Context: an optimization exercise on an open-source flow, tuned for small area, a short achievable clock period and few clock cycles per item. The choices shown serve that exercise and are no tape-out recipe.
Only simulation tests tie the RTL to the original design; equivalence was not proved.
No activity file was given, so power comes from the tool's default toggle rates.

// ras_strip_enc
module ras_strip_enc #(
    parameter MAXW = 32                  
) (
    input  wire        clk,
    input  wire        rst,              
    input  wire        in_valid,
    output wire        in_ready,
    input  wire [15:0] in_data,          
    input  wire        in_sof,           
    input  wire        in_eof,           
    input  wire [4:0]  cfg_depth,        
    input  wire        cfg_mosaic,       
    input  wire [5:0]  cfg_width,        
    output wire        out_valid,
    input  wire        out_ready,
    output wire [7:0]  out_data,
    output wire        out_last          
);
    localparam ESC = 24;
    reg         adv;                     
    reg         fresh;                   
    reg         rdy;                     
    assign in_ready = rdy;
    always @(posedge clk)
        fresh <= rst;
    integer i;
    reg         v1;
    reg [15:0]  x1r;                     
    reg         sof1, eof1;
    reg [4:0]   depth1;
    reg         mos1;
    reg [5:0]   w1;
    reg [7:0]   hmask1;                  
    reg [5:0]   col1;
    reg [1:0]   row1;                    
    reg         odd1;
    wire        take    = adv & !fresh & in_valid;      
    wire        wrap1   = (col1 + 6'd1 == w1);
    always @(posedge clk) begin
        if (rst)
            v1 <= 1'b0;
        else if (adv)
            v1 <= take;
        if (take) begin
            x1r  <= in_data;
            sof1 <= in_sof;
            eof1 <= in_eof;
            if (in_sof) begin
                depth1 <= cfg_depth;
                mos1   <= cfg_mosaic;
                w1     <= cfg_width;
                for (i = 0; i < 8; i = i + 1)
                    hmask1[i] <= (cfg_depth > i + 8);
                col1   <= 6'd0;
                row1   <= 2'd0;
                odd1   <= 1'b0;
            end else if (wrap1) begin
                col1   <= 6'd0;
                row1   <= (row1 == 2'd2) ? 2'd2 : row1 + 2'd1;
                odd1   <= ~odd1;
            end else begin
                col1   <= col1 + 6'd1;
            end
        end
    end
    wire [15:0] mask1 = {hmask1, 8'hFF};
    wire [15:0] x1    = x1r & mask1;
  ...
clock: 18.0 ns
lec_check: 0
cap_margin: 30
core_margin: 2
core_utilization: 50
cts_buf_list: sky130_fd_sc_hd__clkbuf_4 sky130_fd_sc_hd__clkbuf_8 sky130_fd_sc_hd__clkbuf_16
cts_cluster_diameter: 80
cts_cluster_size: 25
slew_margin: 40
standard.sh (not shown) runs the stock make flow with config.mk's settings and CLKGATE_MAP_FILE= SYNTH_SCRIPT=/design/flow/synth_recipe.tcl, a recipe that flattens the netlist after the stock synthesis.
==> flow/flow/run.sh <==
#!/bin/bash
# The standard layout (standard.sh: the standard flow's synthesis and ORFS flow, all
# steps), with one change to how it is made: the buffers that ORFS puts on
# every input and output port are buf_4 cells (BUFFER_PORTS_ARGS).
# Each step's output goes to a log file of its own in this folder.
set -euo pipefail
export BUFFER_PORTS_ARGS="-buffer_cell sky130_fd_sc_hd__buf_4"
bash standard.sh synth > synth.log 2>&1
bash standard.sh floorplan > floorplan.log 2>&1
bash standard.sh place > place.log 2>&1
bash standard.sh cts > cts.log 2>&1
bash standard.sh route > route.log 2>&1
bash standard.sh finish > finish.log 2>&1
Testbench counts at the start, summed over its fixed seeds: cycles 136,400, items 127,122.
Edit:
--- a/flow/design.v
+++ b/flow/design.v
@@ -312,31 +312,33 @@
             fsh5   <= fsh4;
             len5   <= len4;
         end
     end
     reg  [63:0] acc;
     reg  [6:0]  occ;
     reg  [7:0]  lastf;
     reg         ge8;                     
     wire        push   = (occ[6:3] != 4'd0) && out_ready;      
     wire        app    = adv && v5;
-    wire [5:0]  endu   = {1'b0, occ[4:0]} + {1'b0, qe5};
-    wire [5:0]  startf = {1'b0, occ[4:0]} + {1'b0, fsh5};
-    wire [63:0] ones5  = ~({64{1'b1}} >> endu) & ({64{1'b1}} >> occ[4:0]);
+    wire [6:0]  endu   = {1'b0, occ[5:0]} + {2'b0, qe5};
+    wire [6:0]  startf = {1'b0, occ[5:0]} + {2'b0, fsh5};
+    wire [63:0] ones5  = ~({64{1'b1}} >> endu) & ({64{1'b1}} >> occ[5:0]);
     wire [63:0] fld5   = {field5, 48'd0} >> startf;
     wire [63:0] acc_a  = app ? (acc | ones5 | fld5) : acc;
     wire [6:0]  occ_a  = occ + (app ? {1'b0, len5} : 7'd0);
     wire [6:0]  occ_r  = (app && eof5) ? {occ_a[6:3] + {3'd0, occ_a[2:0] != 3'd0}, 3'd0}
                                        : occ_a;
     wire [2:0]  lidx   = occ_r[5:3] - 3'd1;
     wire [7:0]  lst_a  = (app && eof5) ? (lastf | (8'd1 << lidx)) : lastf;
-    wire        fit_n  = push ? (occ_r <= 7'd32) : (occ_r <= 7'd24);
+    wire [5:0]  lnext  = adv ? (v4 ? len4 : 6'd0) : (v5 ? len5 : 6'd0);
+    wire [7:0]  need   = {1'b0, occ_r} + {2'b0, lnext};
+    wire        fit_n  = push ? (need <= 8'd72) : (need <= 8'd64);
     always @(posedge clk) begin
         if (rst) begin
             acc   <= 64'd0;
             occ   <= 7'd0;
             ge8   <= 1'b0;
             lastf <= 8'd0;
             adv   <= 1'b1;
             rdy   <= 1'b0;
         end else begin
             acc   <= push ? {acc_a[55:0], 8'd0} : acc_a;
Effect: The changed run finished with timing, DRC and antenna clean; critical path depth does not change; worst setup slack barely changes; cell count drops slightly; design area climbs slightly; hold slack gains 0.0096 ns; maximum frequency hardly moves; total power drops by a little under a tenth; count of clock-buffer cells in the layout drops by 6; routed wire length climbs slightly; first-iteration DRC count climbs slightly; die area climbs slightly; register-to-register slack loses 0.03 ns.
Testbench counts after the change, summed over its fixed seeds: cycles 135,486, items 127,122.

[static timing again, ports no longer ideal]
In the flow no input, the clock included, has a driving cell. The finished layouts below were timed again as built, in two steps. Step 1: set_driving_cell puts a clkbuf_16 on clk and a buf_2 on each other input, an assumption about the parent block. Step 2 adds t to the input delays and takes it off the output delays; t is the mean of the earliest and latest rising clock arrival at the registers after step 1. Input paths then give back, and output paths get back, about the clock's delay inside the block. Three values: no drivers, after step 1, after step 2; two values: the first two.
| run | t, ns | setup WS [ns] | worst setup path at the end | worst register clock-pin slew, ns |
|---|---|---|---|---|
| the first run | 0.977 | 12.997 / 12.889 / 12.569 | input to register | 0.11 / 0.11 |
| the second run | 0.956 | 12.996 / 12.898 / 12.377 | input to register | 0.10 / 0.10 |
After both steps setup and hold are still met in every run listed. The setup slack of the second run, which loses most, moves by -0.098 ns with the drivers and by -0.619 ns with both steps.
